From an optimization exercise on the open Yosys and OpenROAD flow, aimed at small area, a short achievable clock period and few clock cycles; shortcuts taken in it are not production practice. The RTL was checked by simulation tests, not by an equivalence proof against the original design.

`flow/constraint.sdc`:
```
create_clock -name core_clock -period 25.0 [get_ports {clk}]
set_input_delay 5.0000 -clock core_clock [delete_from_list [all_inputs] [get_ports {clk}]]
set_output_delay 5.0000 -clock core_clock [all_outputs]
set_load 0.01 [all_outputs]
```
`flow/run.sh`:
```
#!/bin/bash
# synth_recipe.tcl (not shown) runs the flow's synth.tcl, then flattens the netlist and writes it again
# the make line also repeats each setting of config.mk as NAME=value (left out here)
make -C /OpenROAD-flow-scripts/flow DESIGN_CONFIG=/design/flow/config.mk WORK_HOME=/design/flow/orfs CLKGATE_MAP_FILE= SYNTH_SCRIPT=/design/flow/synth_recipe.tcl finish
```
`flow/config.mk`:
```
export PLATFORM = sky130hd
export DESIGN_NAME = gkm_opu
export DESIGN_NICKNAME = gkm_opu
export VERILOG_FILES = /design/flow/design.v
export SDC_FILE = /design/flow/constraint.sdc
export NUM_CORES = 4
export LEC_CHECK = 0
export CAP_MARGIN = 20
export CORE_MARGIN = 2
export CORE_UTILIZATION = 40
export PLACE_DENSITY = 0.6
export SLEW_MARGIN = 20
```
`flow/design.v`:
```
module gkm_opu (
    input  wire         clk,
    input  wire         rst_n,
    input  wire         cmd_valid,
    output wire         cmd_ready,
    input  wire [1:0]   cmd_op,        
    input  wire [127:0] cmd_key,       
    input  wire [63:0]  cmd_expect,
    input  wire         in_valid,
    output wire         in_ready,
    input  wire [63:0]  in_data,       
    input  wire [3:0]   in_nbytes,     
    input  wire         in_last,
    output wire         out_valid,
    input  wire         out_ready,
    output wire [63:0]  out_result,
    output wire         out_match
);
    localparam [3:0] S_IDLE = 4'd0,
                     S_CRC  = 4'd1,
                     S_HA   = 4'd2,    
                     S_HB   = 4'd3,    
                     S_LA   = 4'd4,    
                     S_LB   = 4'd5,    
                     S_F1   = 4'd6,
                     S_F2   = 4'd7,
                     S_F3   = 4'd8,
                     S_F4   = 4'd9,
                     S_FOLD = 4'd10;
    reg  [3:0]   st;
    reg  [1:0]   op;           
    reg          op32;         
    reg          pend;         
    reg          cmd_pres;     
    reg  [1:0]   cop;          
    reg          cmd_rdy, in_rdy, ov;
    reg          in_rdy_o;     
    reg          ir_full, ir_last;
    reg  [3:0]   ir_n;
    reg  [63:0]  ir_d;         
    reg  [255:0] v;            
    reg  [63:0]  res;
    reg          match;
    reg  [4:0]   lenq;         
    reg          c_start;      
    reg          c_run;        
    reg          c_crc;        
    reg          c_done;       
    reg          c_fold;       
    reg          c_b, c_ff, c_len, c_hb;
    reg          c_wait;       
    reg          c_inj;        
    reg          c_sir;        
    reg          c_sin;        
    reg          c_linj;       
    reg          c_rtake;      
    wire [63:0] v0 = v[63:0];
    wire [63:0] v1 = v[127:64];
    wire [63:0] v2 = v[191:128];
    wire [63:0] v3 = v[255:192];
    wire [63:0] m_beat = ir_d | ((ir_last && !ir_n[3]) ? {lenq, ir_n[2:0], 56'd0} : 64'd0);
    wire [63:0] m      = c_len ? {lenq, 3'b000, 56'd0} : m_beat;
    wire [63:0] r0, r1, r2, r3;
    gkm_sipround u_round (
        .i0(v0), .i1(v1), .i2(v2), .i3(v3),
        .o0(r0), .o1(r1), .o2(r2), .o3(r3));
    wire [255:0] v_round = {r3, r2 ^ {56'd0, {8{c_ff}}}, r1, r0 ^ (m & {64{c_b}})};
    wire        in_short = in_valid && in_last && !in_nbytes[3];
    wire [4:0]  widx     = c_inj ? lenq + 5'd1 : (c_wait ? lenq : 5'd0);
    wire [63:0] in_mv;        
    genvar gk;
    generate
        for (gk = 0; gk < 8; gk = gk + 1) begin : g_inmv
            if (gk < 7) begin : g_lo
                assign in_mv[8*gk +: 8] = in_data[8*gk +: 8] & {8{in_valid && (in_nbytes > gk)}};
            end else begin : g_hi
                assign in_mv[63:56] = (in_data[63:56] & {8{in_valid && in_nbytes[3]}}) |
                                      ({widx, in_nbytes[2:0]} & {8{in_short}});
            end
        end
    endgenerate
    wire [63:0] inj = ({64{c_sir}} & (ir_d | ((ir_last && !ir_n[3]) ? {5'd0, ir_n[2:0], 56'd0} : 64'd0))) |
                      ({64{c_sin || c_inj || c_wait}} & in_mv) |
                      ({64{c_linj}} & {lenq + 5'd1, 3'b000, 56'd0});
    wire [63:0] hsh = v0 ^ v1 ^ v2 ^ v3;
    wire [63:0] cx   = v2 ^ ir_d;
    wire [2:0]  rb   = ir_n[2:0];            
    wire [63:0] cx1  = rb[0] ? {cx[7:0],   cx[63:8]}  : cx;
    wire [63:0] cx2  = rb[1] ? {cx1[15:0], cx1[63:16]} : cx1;
    wire [63:0] crt  = rb[2] ? {cx2[31:0], cx2[63:32]} : cx2;
    wire [7:0]  lob;
    genvar gj;
    generate
        for (gj = 0; gj < 8; gj = gj + 1) begin : g_lob
            assign lob[gj] = (ir_n <= 4'd7 - gj);
        end
    endgenerate
    wire [63:0] lom;
    generate
        for (gj = 0; gj < 8; gj = gj + 1) begin : g_lom
            assign lom[8*gj +: 8] = {8{lob[gj]}};
        end
    endgenerate
    wire [63:0] g64;
    wire [31:0] g32;
    gkm_crc_g u_crc (.t(crt & ~lom), .g64(g64), .g32(g32));
    wire [63:0] s_hi   = crt & lom;
    wire [63:0] c64n   = s_hi ^ g64;
    wire [31:0] c32n   = s_hi[31:0] ^ g32;
    wire [63:0] crc_nx = op32 ? {32'd0, c32n} : c64n;
    wire [63:0] crc_rs = op32 ? {32'd0, ~c32n} : ~c64n;
    wire        crc_mt = op32 ? (~c32n == v0[31:0]) : (~c64n == v0);
    wire take   = cmd_valid && cmd_rdy;
    wire accept = in_valid && in_rdy;
    wire pop    = c_crc || c_hb;
    reg [3:0] st_n;
    always @(*) begin
        st_n = st;
        case (st)
            S_CRC:  if (c_done) st_n = S_IDLE;
            S_HA:   if (ir_full) st_n = S_HB;
            S_HB:   st_n = !ir_last ? S_HA : (ir_n[3] ? S_LA : S_F1);
            S_LA:   st_n = S_LB;
            S_LB:   st_n = S_F1;
            S_F1:   st_n = S_F2;
            S_F2:   st_n = S_F3;
            S_F3:   st_n = S_F4;
            S_F4:   st_n = S_FOLD;
            S_FOLD: if (c_fold) st_n = S_IDLE;
            default: st_n = S_IDLE;
        endcase
        if (c_start) st_n = cop[1] ? S_HA : S_CRC;
    end
    wire       ir_full_n = accept || (ir_full && !pop);
    wire       ir_last_n = in_rdy ? in_last : ir_last;
    wire [3:0] ir_n_n    = in_rdy ? in_nbytes : ir_n;
    wire       ov_n      = c_done || c_fold || (ov && !out_ready);
    wire       pend_n    = c_start || (pend && !take);
    wire       pres_n    = cmd_valid && !take;
    wire [1:0] op_n      = c_start ? cop : op;
    wire       fin_n     = (st_n == S_LA) || (st_n == S_LB) || (st_n == S_F1) || (st_n == S_F2) ||
                           (st_n == S_F3) || (st_n == S_F4) || (st_n == S_FOLD);
    wire       crc_n     = (st_n == S_CRC) && ir_full_n && !(ir_last_n && ov_n);
    wire       done_n    = crc_n && ir_last_n;
    wire       fold_n    = (st_n == S_FOLD) && !pend_n && !ov_n;
    wire       start_n   = ((st_n == S_IDLE) || done_n || fold_n) && pres_n && !pend_n;
    wire       rdy_n     = pend_n && (!op_n[1] || (fin_n && !ov_n));
    wire       in_rdy_n  = !ir_full_n || crc_n || (st_n == S_HB);
    wire [63:0] in_m;
    generate
        for (gj = 0; gj < 8; gj = gj + 1) begin : g_inm
            assign in_m[8*gj +: 8] = in_data[8*gj +: 8] & {8{in_nbytes > gj}};
        end
    endgenerate
    always @(posedge clk) begin
        if (!rst_n) begin
            st       <= S_IDLE;
            pend     <= 1'b0;
            cmd_pres <= 1'b0;
            cmd_rdy  <= 1'b0;
            in_rdy   <= 1'b1;
            in_rdy_o <= 1'b1;
            ov       <= 1'b0;
            ir_full  <= 1'b0;
            c_start  <= 1'b0;
            c_run    <= 1'b0;
            c_crc    <= 1'b0;
            c_done   <= 1'b0;
            c_fold   <= 1'b0;
            c_wait   <= 1'b0;
            c_inj    <= 1'b0;
            c_sir    <= 1'b0;
            c_sin    <= 1'b0;
            c_linj   <= 1'b0;
            c_b      <= 1'b0;
            c_ff     <= 1'b0;
            c_len    <= 1'b0;
            c_hb     <= 1'b0;
            c_rtake  <= 1'b0;
        end else begin
            st       <= st_n;
            pend     <= pend_n;
            cmd_pres <= pres_n;
            cmd_rdy  <= rdy_n;
            in_rdy   <= in_rdy_n;
            in_rdy_o <= !ir_full_n || (st_n == S_HB) ||
                        ((st_n == S_CRC) && !(ir_last_n && ov_n));
            ov       <= ov_n;
            ir_full  <= ir_full_n;
            c_start  <= start_n;
            c_run    <= (st_n == S_HA && ir_full_n) || (st_n == S_HB) || (st_n == S_LA) ||
                        (st_n == S_LB) || (st_n == S_F1) || (st_n == S_F2) ||
                        (st_n == S_F3) || (st_n == S_F4);
            c_crc    <= crc_n;
            c_done   <= done_n;
            c_fold   <= fold_n;
            c_wait   <= (st_n == S_HA) && !ir_full_n;
            c_inj    <= (st_n == S_HB) && !ir_last_n;
            c_sir    <= start_n && ir_full_n && !crc_n;
            c_sin    <= start_n && in_rdy_n;
            c_linj   <= (st_n == S_HB) && ir_last_n && ir_n_n[3];
            c_b      <= (st_n == S_HB) || (st_n == S_LB);
            c_ff     <= (st_n == S_HB && ir_last_n && !ir_n_n[3]) || (st_n == S_LB);
            c_len    <= (st_n == S_LA) || (st_n == S_LB);
            c_hb     <= (st_n == S_HB);
            c_rtake  <= rdy_n && op_n[1];
        end
    end
    always @(posedge clk) begin
        cop <= cmd_op;
        if (c_start) begin
            op   <= cop;
            op32 <= (cop == 2'd0);
        end
        if (in_rdy) begin
            ir_d    <= in_m;
            ir_n    <= in_nbytes;
            ir_last <= in_last;
        end
        if (c_start)
            lenq <= 5'd0;
        else if (c_hb)
            lenq <= lenq + 5'd1;
        if (c_start || c_run || c_wait)
            v[255:192] <= (({64{c_start}} & (cmd_key[127:64] ^ 64'h7465646279746573)) |
                           ({64{c_run}}   & v_round[255:192]) |
                           ({64{c_wait}}  & v3)) ^ inj;
        if (c_start || c_run) begin
            v[127:64]  <= ({64{c_start}} & (cmd_key[127:64] ^ 64'h646f72616e646f6d)) |
                          ({64{c_run}}   & v_round[127:64]);
            v[63:0]    <= ({64{c_start}} & (cop[1] ? (cmd_key[63:0] ^ 64'h736f6d6570736575) : cmd_expect)) |
                          ({64{c_run}}   & v_round[63:0]);
        end
        if (c_start || c_run || c_crc)
            v[191:128] <= ({64{c_start}} & (cop[1] ? (cmd_key[63:0] ^ 64'h6c7967656e657261) :
                                            (cop[0] ? 64'hFFFFFFFFFFFFFFFF : 64'h00000000FFFFFFFF))) |
                          ({64{c_run}}   & v_round[191:128]) |
                          ({64{c_crc && !c_start}} & crc_nx);
        if (c_rtake) begin
            res   <= cmd_expect;
        end else if (c_done) begin
            res   <= crc_rs;
            match <= crc_mt;
        end else if (c_fold) begin
            res   <= hsh;
            match <= (hsh == res);
        end
    end
    assign cmd_ready  = cmd_rdy;
    assign in_ready   = in_rdy_o;
    assign out_valid  = ov;
    assign out_result = res;
    assign out_match  = match;
endmodule
module gkm_sipround (
    input  wire [63:0] i0, i1, i2, i3,
    output wire [63:0] o0, o1, o2, o3
);
    wire [63:0] a0, a2, c0, c2;
    gkm_add64 u_a0 (.a(i0), .b(i1), .s(a0));
    gkm_add64 u_a2 (.a(i2), .b(i3), .s(a2));
    wire [63:0] b1 = {i1[50:0], i1[63:51]} ^ a0;           
    wire [63:0] b3 = {i3[47:0], i3[63:48]} ^ a2;           
    gkm_add64 u_c0 (.a({a0[31:0], a0[63:32]}), .b(b3), .s(c0));
    gkm_add64 u_c2 (.a(a2), .b(b1), .s(c2));
    assign o0 = c0;
    assign o3 = {b3[42:0], b3[63:43]} ^ c0;                
    assign o1 = {b1[46:0], b1[63:47]} ^ c2;                
    assign o2 = {c2[31:0], c2[63:32]};                     
endmodule
module gkm_add64 (
    input  wire [63:0] a,
    input  wire [63:0] b,
    output wire [63:0] s
);
    wire [63:0] g [0:6];
    wire [63:0] p [0:6];
    assign g[0] = a & b;
    assign p[0] = a ^ b;
    genvar l, i;
    generate
        for (l = 0; l < 6; l = l + 1) begin : g_lv
            for (i = 0; i < 64; i = i + 1) begin : g_bit
                if ((i >> l) & 1) begin : g_op
                    assign g[l+1][i] = g[l][i] | (p[l][i] & g[l][((i >> l) << l) - 1]);
                    assign p[l+1][i] = p[l][i] & p[l][((i >> l) << l) - 1];
                end else begin : g_pass
                    assign g[l+1][i] = g[l][i];
                    assign p[l+1][i] = p[l][i];
                end
            end
        end
    endgenerate
    assign s = p[0] ^ {g[6][62:0], 1'b0};
endmodule
module gkm_crc_g (input wire [63:0] t, output wire [63:0] g64, output wire [31:0] g32);
    wire [427:0] x;
    assign x[63:0] = t;
    assign x[64] = x[38] ^ x[48];
    assign x[65] = x[8] ^ x[43];
    assign x[66] = x[52] ^ x[53];
    assign x[67] = x[60] ^ x[61];
    assign x[68] = x[14] ^ x[62];
    assign x[69] = x[18] ^ x[47];
    assign x[70] = x[16] ^ x[45];
    assign x[71] = x[21] ^ x[37];
    assign x[72] = x[11] ^ x[44];
    assign x[73] = x[27] ^ x[55];
    assign x[74] = x[10] ^ x[28];
    assign x[75] = x[12] ^ x[35];
    assign x[76] = x[15] ^ x[34];
    assign x[77] = x[25] ^ x[39];
    assign x[78] = x[26] ^ x[40];
    assign x[79] = x[29] ^ x[50];
    assign x[80] = x[30] ^ x[51];
    assign x[81] = x[13] ^ x[24];
    assign x[82] = x[19] ^ x[58];
    assign x[83] = x[20] ^ x[49];
    assign x[84] = x[22] ^ x[59];
    assign x[85] = x[17] ^ x[46];
    assign x[86] = x[33] ^ x[54];
    assign x[87] = x[56] ^ x[57];
    assign x[88] = x[41] ^ x[63];
    assign x[89] = x[1] ^ x[23];
    assign x[90] = x[4] ^ x[36];
    assign x[91] = x[9] ^ x[31];
    assign x[92] = x[32] ^ x[42];
    assign x[93] = x[0] ^ x[72];
    assign x[94] = x[5] ^ x[6];
    assign x[95] = x[3] ^ x[67];
    assign x[96] = x[2] ^ x[64];
    assign x[97] = x[7] ^ x[65];
    assign x[98] = x[69] ^ x[71];
    assign x[99] = x[74] ^ x[77];
    assign x[100] = x[66] ^ x[86];
    assign x[101] = x[57] ^ x[76];
    assign x[102] = x[70] ^ x[75];
    assign x[103] = x[80] ^ x[81];
    assign x[104] = x[63] ^ x[68];
    assign x[105] = x[1] ^ x[84];
    assign x[106] = x[9] ^ x[85];
    assign x[107] = x[39] ^ x[83];
    assign x[108] = x[73] ^ x[82];
    assign x[109] = x[78] ^ x[79];
    assign x[110] = x[7] ^ x[89];
    assign x[111] = x[3] ^ x[61];
    assign x[112] = x[22] ^ x[38];
    assign x[113] = x[36] ^ x[92];
    assign x[114] = x[0] ^ x[2];
    assign x[115] = x[5] ^ x[40];
    assign x[116] = x[6] ^ x[14];
    assign x[117] = x[30] ^ x[49];
    assign x[118] = x[31] ^ x[55];
    assign x[119] = x[33] ^ x[52];
    assign x[120] = x[11] ^ x[87];
    assign x[121] = x[35] ^ x[70];
    assign x[122] = x[54] ^ x[66];
    assign x[123] = x[91] ^ x[93];
    assign x[124] = x[12] ^ x[41];
    assign x[125] = x[13] ^ x[45];
    assign x[126] = x[15] ^ x[19];
    assign x[127] = x[18] ^ x[43];
    assign x[128] = x[21] ^ x[59];
    assign x[129] = x[23] ^ x[27];
    assign x[130] = x[16] ^ x[88];
    assign x[131] = x[24] ^ x[65];
    assign x[132] = x[32] ^ x[73];
    assign x[133] = x[37] ^ x[69];
    assign x[134] = x[51] ^ x[90];
    assign x[135] = x[42] ^ x[95];
    assign x[136] = x[62] ^ x[96];
    assign x[137] = x[0] ^ x[29];
    assign x[138] = x[17] ^ x[44];
    assign x[139] = x[25] ^ x[34];
    assign x[140] = x[3] ^ x[64];
    assign x[141] = x[8] ^ x[68];
    assign x[142] = x[50] ^ x[71];
    assign x[143] = x[53] ^ x[87];
    assign x[144] = x[58] ^ x[78];
    assign x[145] = x[60] ^ x[94];
    assign x[146] = x[67] ^ x[79];
    assign x[147] = x[82] ^ x[84];
    assign x[148] = x[4] ^ x[23];
    assign x[149] = x[6] ^ x[48];
    assign x[150] = x[28] ^ x[47];
    assign x[151] = x[13] ^ x[80];
    assign x[152] = x[18] ^ x[87];
    assign x[153] = x[31] ^ x[111];
    assign x[154] = x[33] ^ x[66];
    assign x[155] = x[35] ^ x[83];
    assign x[156] = x[49] ^ x[74];
    assign x[157] = x[56] ^ x[73];
    assign x[158] = x[58] ^ x[79];
    assign x[159] = x[77] ^ x[85];
    assign x[160] = x[78] ^ x[88];
    assign x[161] = x[10] ^ x[97];
    assign x[162] = x[44] ^ x[106];
    assign x[163] = x[91] ^ x[100];
    assign x[164] = x[2] ^ x[46];
    assign x[165] = x[4] ^ x[41];
    assign x[166] = x[22] ^ x[56];
    assign x[167] = x[24] ^ x[38];
    assign x[168] = x[7] ^ x[75];
    assign x[169] = x[15] ^ x[92];
    assign x[170] = x[21] ^ x[69];
    assign x[171] = x[32] ^ x[70];
    assign x[172] = x[50] ^ x[76];
    assign x[173] = x[55] ^ x[83];
    assign x[174] = x[59] ^ x[68];
    assign x[175] = x[62] ^ x[119];
    assign x[176] = x[81] ^ x[90];
    assign x[177] = x[28] ^ x[93];
    assign x[178] = x[81] ^ x[100];
    assign x[179] = x[102] ^ x[107];
    assign x[180] = x[104] ^ x[109];
    assign x[181] = x[5] ^ x[26];
    assign x[182] = x[10] ^ x[61];
    assign x[183] = x[12] ^ x[29];
    assign x[184] = x[17] ^ x[34];
    assign x[185] = x[40] ^ x[51];
    assign x[186] = x[43] ^ x[52];
    assign x[187] = x[1] ^ x[87];
    assign x[188] = x[2] ^ x[88];
    assign x[189] = x[9] ^ x[76];
    assign x[190] = x[11] ^ x[118];
    assign x[191] = x[20] ^ x[89];
    assign x[192] = x[22] ^ x[90];
    assign x[193] = x[23] ^ x[94];
    assign x[194] = x[26] ^ x[88];
    assign x[195] = x[27] ^ x[90];
    assign x[196] = x[45] ^ x[126];
    assign x[197] = x[48] ^ x[65];
    assign x[198] = x[54] ^ x[72];
    assign x[199] = x[60] ^ x[127];
    assign x[200] = x[75] ^ x[117];
    assign x[201] = x[79] ^ x[84];
    assign x[202] = x[86] ^ x[112];
    assign x[203] = x[30] ^ x[107];
    assign x[204] = x[36] ^ x[98];
    assign x[205] = x[42] ^ x[140];
    assign x[206] = x[47] ^ x[105];
    assign x[207] = x[77] ^ x[103];
    assign x[208] = x[98] ^ x[134];
    assign x[209] = x[99] ^ x[130];
    assign x[210] = x[128] ^ x[146];
    assign x[211] = x[4] ^ x[12];
    assign x[212] = x[5] ^ x[20];
    assign x[213] = x[10] ^ x[46];
    assign x[214] = x[14] ^ x[38];
    assign x[215] = x[15] ^ x[25];
    assign x[216] = x[16] ^ x[58];
    assign x[217] = x[18] ^ x[53];
    assign x[218] = x[25] ^ x[44];
    assign x[219] = x[26] ^ x[51];
    assign x[220] = x[33] ^ x[46];
    assign x[221] = x[34] ^ x[39];
    assign x[222] = x[37] ^ x[50];
    assign x[223] = x[45] ^ x[57];
    assign x[224] = x[0] ^ x[82];
    assign x[225] = x[5] ^ x[137];
    assign x[226] = x[19] ^ x[76];
    assign x[227] = x[27] ^ x[92];
    assign x[228] = x[29] ^ x[116];
    assign x[229] = x[37] ^ x[92];
    assign x[230] = x[39] ^ x[138];
    assign x[231] = x[40] ^ x[75];
    assign x[232] = x[44] ^ x[83];
    assign x[233] = x[48] ^ x[91];
    assign x[234] = x[55] ^ x[75];
    assign x[235] = x[55] ^ x[82];
    assign x[236] = x[56] ^ x[125];
    assign x[237] = x[57] ^ x[72];
    assign x[238] = x[59] ^ x[86];
    assign x[239] = x[62] ^ x[114];
    assign x[240] = x[63] ^ x[89];
    assign x[241] = x[68] ^ x[89];
    assign x[242] = x[85] ^ x[94];
    assign x[243] = x[112] ^ x[129];
    assign x[244] = x[3] ^ x[143];
    assign x[245] = x[6] ^ x[96];
    assign x[246] = x[9] ^ x[97];
    assign x[247] = x[11] ^ x[99];
    assign x[248] = x[12] ^ x[95];
    assign x[249] = x[13] ^ x[108];
    assign x[250] = x[17] ^ x[96];
    assign x[251] = x[19] ^ x[101];
    assign x[252] = x[20] ^ x[141];
    assign x[253] = x[22] ^ x[151];
    assign x[254] = x[28] ^ x[145];
    assign x[255] = x[29] ^ x[98];
    assign x[256] = x[30] ^ x[131];
    assign x[257] = x[36] ^ x[121];
    assign x[258] = x[50] ^ x[98];
    assign x[259] = x[51] ^ x[122];
    assign x[260] = x[52] ^ x[101];
    assign x[261] = x[57] ^ x[102];
    assign x[262] = x[67] ^ x[109];
    assign x[263] = x[73] ^ x[99];
    assign x[264] = x[78] ^ x[103];
    assign x[265] = x[80] ^ x[152];
    assign x[266] = x[81] ^ x[97];
    assign x[267] = x[84] ^ x[120];
    assign x[268] = x[95] ^ x[113];
    assign x[269] = x[101] ^ x[156];
    assign x[270] = x[108] ^ x[149];
    assign x[271] = x[110] ^ x[144];
    assign x[272] = x[121] ^ x[154];
    assign x[273] = x[139] ^ x[171];
    assign x[274] = x[37] ^ x[123];
    assign x[275] = x[148] ^ x[179];
    assign x[276] = x[153] ^ x[161];
    assign x[277] = x[1] ^ x[54];
    assign x[278] = x[3] ^ x[42];
    assign x[279] = x[4] ^ x[27];
    assign x[280] = x[4] ^ x[32];
    assign x[281] = x[8] ^ x[10];
    assign x[282] = x[9] ^ x[26];
    assign x[283] = x[14] ^ x[40];
    assign x[284] = x[16] ^ x[41];
    assign x[285] = x[26] ^ x[41];
    assign x[286] = x[27] ^ x[33];
    assign x[287] = x[30] ^ x[32];
    assign x[288] = x[31] ^ x[54];
    assign x[289] = x[36] ^ x[42];
    assign x[290] = x[42] ^ x[48];
    assign x[291] = x[49] ^ x[62];
    assign x[292] = x[53] ^ x[59];
    assign x[293] = x[5] ^ x[80];
    assign x[294] = x[6] ^ x[64];
    assign x[295] = x[7] ^ x[150];
    assign x[296] = x[8] ^ x[80];
    assign x[297] = x[11] ^ x[115];
    assign x[298] = x[12] ^ x[114];
    assign x[299] = x[16] ^ x[92];
    assign x[300] = x[16] ^ x[124];
    assign x[301] = x[23] ^ x[115];
    assign x[302] = x[28] ^ x[115];
    assign x[303] = x[31] ^ x[185];
    assign x[304] = x[35] ^ x[85];
    assign x[305] = x[38] ^ x[65];
    assign x[306] = x[46] ^ x[72];
    assign x[307] = x[46] ^ x[129];
    assign x[308] = x[47] ^ x[71];
    assign x[309] = x[52] ^ x[138];
    assign x[310] = x[53] ^ x[215];
    assign x[311] = x[56] ^ x[71];
    assign x[312] = x[56] ^ x[116];
    assign x[313] = x[60] ^ x[74];
    assign x[314] = x[60] ^ x[83];
    assign x[315] = x[62] ^ x[183];
    assign x[316] = x[63] ^ x[77];
    assign x[317] = x[64] ^ x[71];
    assign x[318] = x[65] ^ x[137];
    assign x[319] = x[66] ^ x[212];
    assign x[320] = x[68] ^ x[76];
    assign x[321] = x[78] ^ x[117];
    assign x[322] = x[82] ^ x[85];
    assign x[323] = x[83] ^ x[129];
    assign x[324] = x[84] ^ x[94];
    assign x[325] = x[86] ^ x[150];
    assign x[326] = x[88] ^ x[112];
    assign x[327] = x[118] ^ x[218];
    assign x[328] = x[119] ^ x[290];
    assign x[329] = x[167] ^ x[181];
    assign x[330] = x[0] ^ x[104];
    assign x[331] = x[1] ^ x[157];
    assign x[332] = x[18] ^ x[101];
    assign x[333] = x[19] ^ x[96];
    assign x[334] = x[20] ^ x[160];
    assign x[335] = x[21] ^ x[102];
    assign x[336] = x[21] ^ x[122];
    assign x[337] = x[25] ^ x[95];
    assign x[338] = x[34] ^ x[104];
    assign x[339] = x[39] ^ x[202];
    assign x[340] = x[40] ^ x[153];
    assign x[341] = x[45] ^ x[158];
    assign x[342] = x[46] ^ x[134];
    assign x[343] = x[47] ^ x[108];
    assign x[344] = x[54] ^ x[105];
    assign x[345] = x[59] ^ x[154];
    assign x[346] = x[61] ^ x[132];
    assign x[347] = x[64] ^ x[110];
    assign x[348] = x[64] ^ x[133];
    assign x[349] = x[67] ^ x[202];
    assign x[350] = x[68] ^ x[198];
    assign x[351] = x[69] ^ x[113];
    assign x[352] = x[70] ^ x[93];
    assign x[353] = x[71] ^ x[155];
    assign x[354] = x[73] ^ x[102];
    assign x[355] = x[74] ^ x[95];
    assign x[356] = x[74] ^ x[105];
    assign x[357] = x[75] ^ x[103];
    assign x[358] = x[85] ^ x[313];
    assign x[359] = x[87] ^ x[238];
    assign x[360] = x[88] ^ x[174];
    assign x[361] = x[91] ^ x[130];
    assign x[362] = x[93] ^ x[187];
    assign x[363] = x[96] ^ x[225];
    assign x[364] = x[97] ^ x[283];
    assign x[365] = x[99] ^ x[122];
    assign x[366] = x[99] ^ x[173];
    assign x[367] = x[101] ^ x[124];
    assign x[368] = x[103] ^ x[128];
    assign x[369] = x[103] ^ x[188];
    assign x[370] = x[104] ^ x[142];
    assign x[371] = x[105] ^ x[130];
    assign x[372] = x[106] ^ x[293];
    assign x[373] = x[108] ^ x[172];
    assign x[374] = x[110] ^ x[127];
    assign x[375] = x[110] ^ x[133];
    assign x[376] = x[111] ^ x[132];
    assign x[377] = x[113] ^ x[150];
    assign x[378] = x[113] ^ x[236];
    assign x[379] = x[116] ^ x[120];
    assign x[380] = x[120] ^ x[124];
    assign x[381] = x[125] ^ x[175];
    assign x[382] = x[125] ^ x[192];
    assign x[383] = x[139] ^ x[147];
    assign x[384] = x[141] ^ x[142];
    assign x[385] = x[144] ^ x[323];
    assign x[386] = x[151] ^ x[308];
    assign x[387] = x[152] ^ x[327];
    assign x[388] = x[159] ^ x[176];
    assign x[389] = x[160] ^ x[169];
    assign x[390] = x[165] ^ x[297];
    assign x[391] = x[166] ^ x[189];
    assign x[392] = x[184] ^ x[240];
    assign x[393] = x[190] ^ x[201];
    assign x[394] = x[194] ^ x[196];
    assign x[395] = x[195] ^ x[200];
    assign x[396] = x[217] ^ x[229];
    assign x[397] = x[15] ^ x[203];
    assign x[398] = x[24] ^ x[250];
    assign x[399] = x[41] ^ x[136];
    assign x[400] = x[63] ^ x[260];
    assign x[401] = x[68] ^ x[135];
    assign x[402] = x[106] ^ x[208];
    assign x[403] = x[123] ^ x[145];
    assign x[404] = x[124] ^ x[208];
    assign x[405] = x[131] ^ x[263];
    assign x[406] = x[134] ^ x[272];
    assign x[407] = x[135] ^ x[147];
    assign x[408] = x[135] ^ x[191];
    assign x[409] = x[157] ^ x[247];
    assign x[410] = x[159] ^ x[259];
    assign x[411] = x[161] ^ x[214];
    assign x[412] = x[162] ^ x[168];
    assign x[413] = x[162] ^ x[182];
    assign x[414] = x[163] ^ x[204];
    assign x[415] = x[176] ^ x[340];
    assign x[416] = x[178] ^ x[321];
    assign x[417] = x[197] ^ x[265];
    assign x[418] = x[198] ^ x[209];
    assign x[419] = x[200] ^ x[331];
    assign x[420] = x[206] ^ x[355];
    assign x[421] = x[206] ^ x[365];
    assign x[422] = x[210] ^ x[224];
    assign x[423] = x[222] ^ x[273];
    assign x[424] = x[227] ^ x[394];
    assign x[425] = x[253] ^ x[318];
    assign x[426] = x[261] ^ x[351];
    assign x[427] = x[252] ^ x[274];
    assign g64[0] = (((x[270] ^ x[358]) ^ x[414]) ^ (x[360] ^ ((((x[11] ^ x[23]) ^ x[278]) ^ x[107]) ^ (x[236] ^ x[97]))));
    assign g64[1] = (x[415] ^ ((((x[32] ^ x[6]) ^ x[175]) ^ (x[230] ^ x[243])) ^ (x[341] ^ x[367])));
    assign g64[2] = ((x[207] ^ x[360]) ^ (x[396] ^ ((((x[0] ^ x[34]) ^ (x[58] ^ x[7])) ^ (x[148] ^ x[220])) ^ (x[121] ^ x[302]))));
    assign g64[3] = (((x[225] ^ (x[140] ^ x[189])) ^ x[409]) ^ (x[353] ^ ((x[81] ^ ((x[45] ^ x[62]) ^ x[217])) ^ x[271])));
    assign g64[4] = ((x[379] ^ x[395]) ^ ((x[109] ^ ((x[164] ^ x[167]) ^ (x[8] ^ (x[19] ^ x[21])))) ^ (x[209] ^ x[344])));
    assign g64[5] = (x[417] ^ (((x[100] ^ x[196]) ^ (x[213] ^ (x[49] ^ (x[21] ^ x[25])))) ^ ((x[298] ^ x[324]) ^ x[180])));
    assign g64[6] = (x[417] ^ (((x[70] ^ ((x[26] ^ x[33]) ^ x[289])) ^ x[356]) ^ (x[320] ^ (x[142] ^ x[230]))));
    assign g64[7] = (((x[243] ^ x[322]) ^ ((x[121] ^ x[199]) ^ (x[185] ^ (x[49] ^ (x[29] ^ x[2]))))) ^ (x[274] ^ x[400]));
    assign g64[8] = (((x[299] ^ ((x[67] ^ x[86]) ^ x[294])) ^ x[419]) ^ (x[370] ^ (x[123] ^ x[266])));
    assign g64[9] = (((x[245] ^ x[258]) ^ (x[259] ^ x[337])) ^ (x[367] ^ ((x[147] ^ x[191]) ^ (x[227] ^ x[306]))));
    assign g64[10] = (((x[136] ^ x[178]) ^ (x[295] ^ (x[219] ^ (x[55] ^ (x[21] ^ x[43]))))) ^ (x[275] ^ x[407]));
    assign g64[11] = ((x[338] ^ x[388]) ^ (((x[157] ^ x[197]) ^ (x[201] ^ x[232])) ^ ((x[301] ^ x[95]) ^ x[336])));
    assign g64[12] = (((x[328] ^ (x[147] ^ x[159])) ^ x[276]) ^ (x[264] ^ ((x[195] ^ x[237]) ^ (x[212] ^ (x[50] ^ (x[15] ^ x[35]))))));
    assign g64[13] = (((x[254] ^ x[273]) ^ x[404]) ^ (x[385] ^ (((x[65] ^ x[66]) ^ x[174]) ^ x[123])));
    assign g64[14] = (((x[178] ^ x[356]) ^ (x[317] ^ (x[94] ^ x[146]))) ^ (x[412] ^ x[424]));
    assign g64[15] = ((x[311] ^ (x[80] ^ ((x[29] ^ x[52]) ^ x[111]))) ^ (x[383] ^ (x[250] ^ x[361])));
    assign g64[16] = ((x[379] ^ x[382]) ^ (((x[194] ^ x[317]) ^ x[246]) ^ (x[325] ^ (((x[35] ^ x[46]) ^ x[287]) ^ x[108]))));
    assign g64[17] = (((x[326] ^ x[93]) ^ x[251]) ^ (x[336] ^ ((x[127] ^ ((x[17] ^ x[3]) ^ x[125])) ^ (x[145] ^ x[315]))));
    assign g64[18] = (x[420] ^ ((((x[17] ^ x[284]) ^ x[175]) ^ (x[197] ^ x[311])) ^ (x[123] ^ x[395])));
    assign g64[19] = ((x[392] ^ x[396]) ^ (((((x[12] ^ x[5]) ^ x[91]) ^ x[146]) ^ (x[156] ^ x[237])) ^ (x[136] ^ x[382])));
    assign g64[20] = (((x[319] ^ ((x[41] ^ x[91]) ^ x[157])) ^ x[398]) ^ (x[377] ^ ((x[168] ^ x[296]) ^ x[210])));
    assign g64[21] = (x[425] ^ (((x[152] ^ x[99]) ^ (x[71] ^ (x[149] ^ x[291]))) ^ (x[163] ^ x[268])));
    assign g64[22] = (((x[235] ^ x[237]) ^ x[163]) ^ (x[180] ^ (((x[112] ^ x[117]) ^ (x[182] ^ x[280])) ^ ((x[43] ^ (x[34] ^ x[37])) ^ x[110]))));
    assign g64[23] = ((((x[186] ^ (x[49] ^ (x[14] ^ x[3]))) ^ x[254]) ^ x[412]) ^ (x[333] ^ ((x[103] ^ x[113]) ^ (x[172] ^ x[98]))));
    assign g64[24] = ((x[276] ^ x[406]) ^ (x[348] ^ (((x[116] ^ x[126]) ^ (x[22] ^ (x[0] ^ x[13]))) ^ ((x[77] ^ x[79]) ^ x[232]))));
    assign g64[25] = ((x[372] ^ x[384]) ^ (((x[107] ^ x[122]) ^ (x[171] ^ x[226])) ^ ((x[90] ^ (x[72] ^ x[78])) ^ x[347])));
    assign g64[26] = ((x[326] ^ ((x[185] ^ x[281]) ^ x[242])) ^ (((x[73] ^ ((x[15] ^ x[24]) ^ x[114])) ^ x[163]) ^ (x[179] ^ x[258])));
    assign g64[27] = (x[423] ^ ((x[305] ^ x[314]) ^ (((x[58] ^ x[286]) ^ x[104]) ^ (x[105] ^ x[303]))));
    assign g64[28] = (((x[155] ^ ((x[53] ^ x[219]) ^ x[133])) ^ (x[245] ^ x[350])) ^ ((x[373] ^ x[378]) ^ x[276]));
    assign g64[29] = (((x[140] ^ ((x[52] ^ x[126]) ^ x[132])) ^ (x[177] ^ x[179])) ^ ((x[246] ^ x[342]) ^ (x[359] ^ x[370])));
    assign g64[30] = ((x[350] ^ x[374]) ^ ((((x[279] ^ x[94]) ^ x[201]) ^ (x[300] ^ x[303])) ^ (x[205] ^ x[251])));
    assign g64[31] = (x[275] ^ (((x[169] ^ x[235]) ^ (x[309] ^ x[97])) ^ (x[254] ^ x[369])));
    assign g64[32] = (x[418] ^ (x[343] ^ ((x[146] ^ x[301]) ^ (x[291] ^ (x[48] ^ (x[24] ^ x[37]))))));
    assign g64[33] = (((x[207] ^ x[248]) ^ (x[307] ^ (x[109] ^ x[224]))) ^ (x[411] ^ x[414]));
    assign g64[34] = (x[427] ^ (x[421] ^ (x[346] ^ (((x[165] ^ x[64]) ^ x[226]) ^ x[264]))));
    assign g64[35] = (((x[335] ^ x[363]) ^ x[409]) ^ (x[389] ^ ((x[241] ^ x[314]) ^ x[163])));
    assign g64[36] = (((x[260] ^ x[262]) ^ (x[298] ^ ((x[24] ^ x[30]) ^ x[147]))) ^ (x[375] ^ ((x[171] ^ x[233]) ^ x[252])));
    assign g64[37] = ((x[361] ^ x[368]) ^ ((((x[286] ^ x[89]) ^ (x[32] ^ x[281])) ^ (x[155] ^ x[310])) ^ ((x[322] ^ x[95]) ^ x[136])));
    assign g64[38] = (x[423] ^ (((x[164] ^ x[166]) ^ (x[285] ^ ((x[53] ^ x[61]) ^ x[148]))) ^ (x[266] ^ x[270])));
    assign g64[39] = (((x[295] ^ x[329]) ^ x[162]) ^ (x[359] ^ ((x[141] ^ x[155]) ^ (x[278] ^ ((x[25] ^ x[51]) ^ x[129])))));
    assign g64[40] = ((x[341] ^ (x[170] ^ ((x[282] ^ x[90]) ^ (x[60] ^ x[149])))) ^ (x[400] ^ x[405]));
    assign g64[41] = ((x[334] ^ ((x[86] ^ (x[118] ^ x[77])) ^ x[257])) ^ (x[425] ^ ((x[309] ^ (x[170] ^ x[193])) ^ x[401])));
    assign g64[42] = (x[420] ^ (((x[86] ^ (x[76] ^ x[81])) ^ x[203]) ^ (x[93] ^ ((x[8] ^ x[280]) ^ x[144]))));
    assign g64[43] = ((x[241] ^ (((x[2] ^ x[33]) ^ x[139]) ^ x[233])) ^ (x[390] ^ (x[210] ^ x[354])));
    assign g64[44] = ((x[242] ^ ((x[166] ^ x[76]) ^ x[156])) ^ (x[357] ^ ((x[194] ^ x[239]) ^ x[268])));
    assign g64[45] = (x[422] ^ (((x[277] ^ ((x[48] ^ x[8]) ^ x[165])) ^ x[366]) ^ (x[143] ^ (x[106] ^ x[121]))));
    assign g64[46] = ((x[344] ^ x[372]) ^ (((x[170] ^ x[173]) ^ x[262]) ^ (x[239] ^ (((x[10] ^ x[58]) ^ x[289]) ^ x[120]))));
    assign g64[47] = ((x[267] ^ x[270]) ^ ((((x[62] ^ (x[10] ^ x[31])) ^ x[188]) ^ (x[89] ^ (x[186] ^ x[80]))) ^ (x[248] ^ x[258])));
    assign g64[48] = ((x[339] ^ ((x[131] ^ x[132]) ^ (x[223] ^ (x[114] ^ x[116])))) ^ (x[404] ^ x[413]));
    assign g64[49] = ((x[381] ^ x[391]) ^ (((x[115] ^ x[235]) ^ (x[306] ^ x[99])) ^ (x[205] ^ x[375])));
    assign g64[50] = (x[275] ^ (((x[120] ^ x[131]) ^ (x[160] ^ x[228])) ^ ((x[292] ^ ((x[34] ^ x[47]) ^ x[213])) ^ x[333])));
    assign g64[51] = ((x[345] ^ x[387]) ^ ((((x[222] ^ x[74]) ^ x[193]) ^ (x[196] ^ x[231])) ^ (x[256] ^ x[330])));
    assign g64[52] = (((x[299] ^ ((x[49] ^ x[119]) ^ x[101])) ^ x[405]) ^ (x[255] ^ ((x[140] ^ x[174]) ^ (x[89] ^ (x[138] ^ x[219])))));
    assign g64[53] = ((((x[82] ^ (x[117] ^ x[279])) ^ x[177]) ^ (x[272] ^ x[391])) ^ ((x[316] ^ (x[109] ^ x[199])) ^ x[398]));
    assign g64[54] = ((x[362] ^ x[386]) ^ ((((x[139] ^ x[216]) ^ (x[67] ^ x[94])) ^ (x[234] ^ x[328])) ^ (x[180] ^ x[246])));
    assign g64[55] = (((x[177] ^ x[251]) ^ x[408]) ^ (x[339] ^ ((x[234] ^ x[98]) ^ (x[80] ^ (x[26] ^ x[164])))));
    assign g64[56] = (((x[191] ^ ((x[137] ^ x[166]) ^ (x[186] ^ x[221]))) ^ x[415]) ^ (x[343] ^ (x[136] ^ x[335])));
    assign g64[57] = ((x[353] ^ x[388]) ^ (((x[84] ^ ((x[44] ^ x[48]) ^ x[287])) ^ x[244]) ^ (x[302] ^ (x[188] ^ x[241]))));
    assign g64[58] = ((x[266] ^ x[267]) ^ ((((x[4] ^ x[126]) ^ x[106]) ^ (x[109] ^ x[319])) ^ (x[136] ^ x[263])));
    assign g64[59] = (x[418] ^ (((((x[14] ^ x[9]) ^ x[183]) ^ x[145]) ^ (x[170] ^ x[296])) ^ (x[244] ^ x[385])));
    assign g64[60] = (((x[192] ^ ((x[23] ^ x[220]) ^ x[131])) ^ x[397]) ^ (x[248] ^ ((x[133] ^ x[143]) ^ x[180])));
    assign g64[61] = (((x[135] ^ x[265]) ^ (x[242] ^ ((x[167] ^ x[90]) ^ x[172]))) ^ ((x[345] ^ x[352]) ^ (x[364] ^ x[366])));
    assign g64[62] = ((((x[94] ^ (x[62] ^ x[165])) ^ (x[97] ^ x[98])) ^ x[410]) ^ (x[262] ^ (((x[72] ^ x[76]) ^ (x[82] ^ x[91])) ^ (x[102] ^ x[187]))));
    assign g64[63] = ((x[334] ^ ((x[122] ^ x[151]) ^ x[136])) ^ (x[426] ^ ((x[324] ^ ((x[7] ^ x[8]) ^ x[108])) ^ x[413])));
    assign g32[0] = ((x[358] ^ x[363]) ^ ((((x[221] ^ x[284]) ^ (x[43] ^ x[119])) ^ x[204]) ^ (x[249] ^ x[267])));
    assign g32[1] = (((x[177] ^ x[203]) ^ x[407]) ^ (x[348] ^ (((x[184] ^ x[89]) ^ x[143]) ^ (x[228] ^ x[231]))));
    assign g32[2] = ((x[397] ^ x[399]) ^ (x[422] ^ (x[374] ^ (x[231] ^ ((x[223] ^ x[288]) ^ x[176])))));
    assign g32[3] = ((x[371] ^ x[384]) ^ ((x[207] ^ x[268]) ^ (x[232] ^ ((x[115] ^ x[118]) ^ (x[164] ^ x[82])))));
    assign g32[4] = (((x[180] ^ x[247]) ^ (x[249] ^ x[332])) ^ (x[342] ^ (((x[20] ^ x[111]) ^ (x[70] ^ x[92])) ^ (x[193] ^ x[233]))));
    assign g32[5] = ((x[330] ^ x[332]) ^ ((((x[60] ^ (x[32] ^ x[55])) ^ x[107]) ^ (x[168] ^ x[192])) ^ (x[245] ^ x[264])));
    assign g32[6] = ((x[364] ^ x[393]) ^ (((x[304] ^ x[96]) ^ (x[69] ^ x[240])) ^ (x[269] ^ x[337])));
    assign g32[7] = (((x[269] ^ x[357]) ^ (x[305] ^ (x[142] ^ x[175]))) ^ (x[376] ^ ((x[84] ^ (x[148] ^ x[181])) ^ x[162])));
    assign g32[8] = ((((x[81] ^ (x[56] ^ x[69])) ^ x[338]) ^ (x[99] ^ (x[158] ^ x[243]))) ^ (x[403] ^ x[406]));
    assign g32[9] = ((x[349] ^ x[369]) ^ (((x[132] ^ x[170]) ^ (x[310] ^ x[312])) ^ ((x[43] ^ x[102]) ^ x[271])));
    assign g32[10] = (x[401] ^ (((x[288] ^ ((x[23] ^ x[58]) ^ x[215])) ^ (x[329] ^ x[93])) ^ (x[161] ^ x[255])));
    assign g32[11] = ((x[346] ^ x[352]) ^ (((x[105] ^ x[294]) ^ x[256]) ^ (x[316] ^ ((x[211] ^ x[282]) ^ (x[62] ^ x[126])))));
    assign g32[12] = ((x[347] ^ x[383]) ^ ((((x[186] ^ x[223]) ^ x[160]) ^ (x[173] ^ x[315])) ^ (x[123] ^ x[204])));
    assign g32[13] = (((x[177] ^ x[256]) ^ x[426]) ^ (x[392] ^ (x[173] ^ ((x[181] ^ x[79]) ^ x[154]))));
    assign g32[14] = (x[421] ^ ((((x[167] ^ x[80]) ^ (x[55] ^ (x[41] ^ x[50]))) ^ x[261]) ^ x[403]));
    assign g32[15] = (x[410] ^ ((x[190] ^ (((x[10] ^ x[2]) ^ x[149]) ^ (x[183] ^ x[67]))) ^ (x[271] ^ x[378])));
    assign g32[16] = (x[416] ^ (((x[164] ^ x[133]) ^ (x[174] ^ x[97])) ^ (x[376] ^ x[380])));
    assign g32[17] = ((x[325] ^ ((x[60] ^ x[211]) ^ x[141])) ^ (((x[143] ^ x[172]) ^ (x[91] ^ (x[218] ^ x[88]))) ^ (x[205] ^ x[249])));
    assign g32[18] = ((x[349] ^ (x[155] ^ (x[114] ^ (x[52] ^ (x[11] ^ x[14]))))) ^ (x[402] ^ x[424]));
    assign g32[19] = (x[408] ^ (x[380] ^ ((x[158] ^ x[239]) ^ (x[292] ^ (x[17] ^ (x[13] ^ x[15]))))));
    assign g32[20] = ((((x[127] ^ x[211]) ^ (x[216] ^ x[277])) ^ ((x[57] ^ x[114]) ^ x[104])) ^ (x[135] ^ x[368]));
    assign g32[21] = ((x[209] ^ x[255]) ^ (x[362] ^ (((x[220] ^ x[64]) ^ x[153]) ^ (x[195] ^ x[320]))));
    assign g32[22] = (x[419] ^ ((x[199] ^ (x[90] ^ (x[128] ^ x[213]))) ^ (x[381] ^ x[389])));
    assign g32[23] = ((x[66] ^ ((x[14] ^ x[18]) ^ (x[42] ^ x[63]))) ^ (((x[118] ^ x[128]) ^ (x[182] ^ x[64])) ^ (x[158] ^ x[230])));
    assign g32[24] = (((x[132] ^ ((x[137] ^ x[70]) ^ x[100])) ^ x[399]) ^ (x[386] ^ ((x[85] ^ ((x[36] ^ x[58]) ^ x[115])) ^ x[269])));
    assign g32[25] = ((x[205] ^ x[371]) ^ (((x[100] ^ x[133]) ^ (x[158] ^ x[190])) ^ ((x[221] ^ (x[28] ^ x[117])) ^ (x[304] ^ x[312]))));
    assign g32[26] = ((x[307] ^ ((x[31] ^ x[216]) ^ x[100])) ^ (((x[142] ^ x[156]) ^ (x[168] ^ x[169])) ^ (x[253] ^ x[390])));
    assign g32[27] = ((x[178] ^ x[377]) ^ (x[393] ^ ((((x[0] ^ x[51]) ^ x[184]) ^ (x[214] ^ x[65])) ^ (x[193] ^ x[300]))));
    assign g32[28] = (((x[199] ^ x[228]) ^ (x[229] ^ x[234])) ^ (x[207] ^ ((((x[48] ^ x[56]) ^ x[138]) ^ x[100]) ^ (x[110] ^ x[189]))));
    assign g32[29] = ((x[387] ^ (((x[2] ^ x[61]) ^ x[226]) ^ x[257])) ^ (x[411] ^ x[416]));
    assign g32[30] = ((((((x[32] ^ x[54]) ^ x[285]) ^ x[159]) ^ x[244]) ^ (x[257] ^ x[373])) ^ x[427]);
    assign g32[31] = (x[402] ^ (((x[144] ^ x[169]) ^ (x[187] ^ x[238])) ^ ((x[74] ^ (x[63] ^ (x[20] ^ x[38]))) ^ x[354])));
endmodule
```
==> flow_metrics.env <==
export IMPL_ys_ff_latch=424
export IMPL_grt_max_degree=88
export IMPL_syn_inst=6016
export IMPL_antenna_found_initial=34
export IMPL_drc=0
export IMPL_fin_nets=6896
export IMPL_end_kind="register"
export IMPL_required_ps=25420
export IMPL_wl_met2_um=138600
export IMPL_hold_violations=0
export IMPL_wl_per_cell_um=48.52
export IMPL_cp_slowest_cell="a2111oi_1"
export IMPL_slowest_delay_ps=810
export IMPL_maxSlewViolCount=0
export IMPL_fillCellCount=13280
export IMPL_grt_util_all_layers_pct=54.19
export IMPL_cts_root_buffer="clkbuf_16"
export IMPL_postRouteWirelength_um=398900
export IMPL_grt_pass1_wl_um=500200
export IMPL_firstDrtPassIters=10
export IMPL_design_die_area_um2=141000
export IMPL_setup_worst_path_class="reg -> reg"
export IMPL_arrival_ps=10270
export IMPL_seq_area_um2=12410
export IMPL_top_layer_used="met5"
export IMPL_fin_ws_ps=15150
export IMPL_ys_warnings_count=2
export IMPL_final_setup_tns_ps=0
export IMPL_synth_cell_type_count=116
export IMPL_synth_edff_count=389
export IMPL_areaGrowthSynthToFinish_pct=14.93
export IMPL_fmax_mhz=101.5
export IMPL_die_h_um=375.5
export IMPL_period_share_pct=39.39
export IMPL_rsz0062_at_grt="false"
export IMPL_synthArstFlopShare_pct=0
export IMPL_skew_ps=114.4
export IMPL_path_max_fanout=6
export IMPL_dp_hpwl_um=336000
export IMPL_num_vias=57710
export IMPL_layout_min_cycle_time_ps=9848
export IMPL_cp_num_buf_inv=0
export IMPL_ctsHoldBuffers=0
export IMPL_drt_iter0_drc=13520
export IMPL_multiInputGateArea_um2=41430
export IMPL_synth_nets=6558
export IMPL_maxCapViolCount=0
export IMPL_cts_tree="built"
export IMPL_die_x_um=375.5
export IMPL_rows=136
export IMPL_wl_met3_um=77760
export IMPL_cp_start_kind="register"
export IMPL_synth_seq_area_share_pct=22.43
export IMPL_dp_slack_ps=15330
export IMPL_initial_utilization_pct=40.21
export IMPL_overflow=0
export IMPL_h_tree_depth=2
export IMPL_syn_avg_cell_area_um2=9.177
export IMPL_cpMostUsedCell="a21oi_1"
export IMPL_cts_buffer_depth=3
export IMPL_drive_gt1_share_pct=8.191
export IMPL_place_congestion=1.219
export IMPL_portBuffers=335
export IMPL_cts_setup_buffers=0
export IMPL_slew_headroom_pct=7.843
export IMPL_cp_top_family="compound AO/OA/AOI/OAI gates"
export IMPL_synthFlopType="edfxtp_1"
export IMPL_core_um2=137300
export IMPL_hp_class="reg -> reg"
export IMPL_cts_resized=0
export IMPL_finalSetupViolations=0
export IMPL_vias_per_cell=7.020
export IMPL_clock_sinks=424
export IMPL_path_clk_slew_ps=60
export IMPL_grt_pass1_vias=50550
export IMPL_worst_pin_slew_ps=1372
export IMPL_utilization_pct=46.21
export IMPL_ant_nets=0
export IMPL_drt_met1_wl_um=150300
export IMPL_cts_buffers=54
export IMPL_ios=336
export IMPL_timing_hold_ws_ps=482.5
export IMPL_synth_area_um2=55210
export IMPL_clk_latency_ps=740
export IMPL_status="timing/DRC/antenna clean"
[final timing paths]
| check | from | to | slack [ps] | cells past startpoint |
|---|---|---|---|---|
| setup reg to reg | v[209]$_DFFE_PP_ | v[255]$_DFFE_PP_ | 15150 | 29 |
| hold reg to reg | op[1]$_DFF_P_ | op[1]$_DFF_P_ | 480 | 2 |
| hold / removal | op[1]$_DFF_P_ | op[1]$_DFF_P_ | 480 | 2 |
| setup / recovery | v[209]$_DFFE_PP_ | v[255]$_DFFE_PP_ | 15150 | 29 |
[cell usage after synthesis, types with 36 or more instances]
cell	count	area, um^2
xnor3_1	70	1577
a211oi_1	37	277.8
and2_1	41	256.5
ha_1	250	3128
nor2_1	365	1370
o22ai_1	108	675.7
nor2b_1	76	475.5
xor2_1	749	6560
a222oi_1	38	380.4
mux4_2	43	968.4
nand3_1	71	355.3
xnor2_1	1280	11210
a21oi_1	293	1466
nand4_1	42	262.8
mux2i_1	74	740.7
o21a_1	45	337.8
clkbuf_1	182	683.2
edfxtp_1	389	11680
a22oi_1	111	833.3
nor3_1	83	415.4
o21ai_0	306	1531
nand2_1	437	1640
nand2b_1	36	225.2
a21o_1	98	735.7
inv_1	122	457.9
[tightest hold or removal path, delay by kind of cell (launching register included)]
| kind | cells | cell delay, ps |
|---|---|---|
| DFF | 1 | 300 |
| muxes | 1 | 90 |
| buffers and inverters | 1 | 60 |
[registers in the layout, summed over array words and instances, names as in the netlist, 2 cells and up]
signal,flops
lenq,5
v,256
cop,2
ir_d,64
ir_n,4
res,64
st,4
[area by class of cell]
cell class	instances	area share [%]
flip-flops and latches	424	19.56
multi-input cells	5205	65.30
clock inverters	36	0.7493
inverters	128	0.7769
well taps	1794	3.538
clock buffers	63	2.183
diodes	30	0.1183
repair buffers	541	7.779
[cell usage in the layout (no fill, tap or decap), drive strengths merged, types with 71 or more instances in the layout]
cell type,count
nor2,371
o22ai,110
nand3,71
mux2i,80
a22oi,120
nor3,83
nor2b,76
edfxtp,389
inv,127
buf,204
clkdlybuf4s50,335
ha,250
xor2,762
nand2,437
xnor2,1308
xnor3,71
o21ai,320
a21oi,301
a21o,98
[kinds of logic (layout without fill, tap and decap cells)]
kind of cell	after synthesis	count (layout)	share of synthesized area [%]
AO/OA/AOI/OAI	1380	1380	17.00
XOR/XNOR	2146	2146	36.88
other	0	30	0
flip-flops	424	424	22.43
multiplexers	138	138	3.599
AND/OR/NAND/NOR	1267	1267	10.55
adder cells (fa/ha/maj)	274	274	6.536
buffers and inverters	387	768	3.019
[per-layer routing]
layer,vias up,GRT usage (%)
li1,22020,-
met1,28370,68.92
met2,6154,65.72
met3,1125,35.45
met4,38,32.80
met5,-,2.230
[metrics by stage]
| step | area [um^2] | cells |
|---|---|---|
| after floorplan | 55210 | 6016 |
| after global placement | 61330 | 8087 |
| after detailed placement | 61370 | 8089 |
| after CTS | 63230 | 8188 |
| after global routing | 63380 | 8191 |
| final | 63450 | 8221 |
Testbench counts, summed over its fixed seeds: cycles 67,736.

[afterwards: timing with drivers on the ports]
The results above use ideal ports. As a check the final layout listed here was re-extracted and re-timed, cells and wires unchanged. Step 1 assumes that a clkbuf_16 drives the clock port and a buf_2 every other input. Step 2 adds t to the input delays and takes it off the output delays; t is the mean of the earliest and latest rising clock arrival at the registers after step 1. Input paths then give back, and output paths get back, about the clock's delay inside the block. a / b / c = no drivers / after step 1 / after step 2; a / b = the first two.
shift t [ns]: 0.765
setup slack, ns: 15.152 / 15.152 / 15.152
slew at the worst register clock pin (ns): 0.07 / 0.07
After both steps this run still meets setup and hold. The setup slack of this run moves by 0.000 ns with the drivers and by 0.000 ns with both steps.
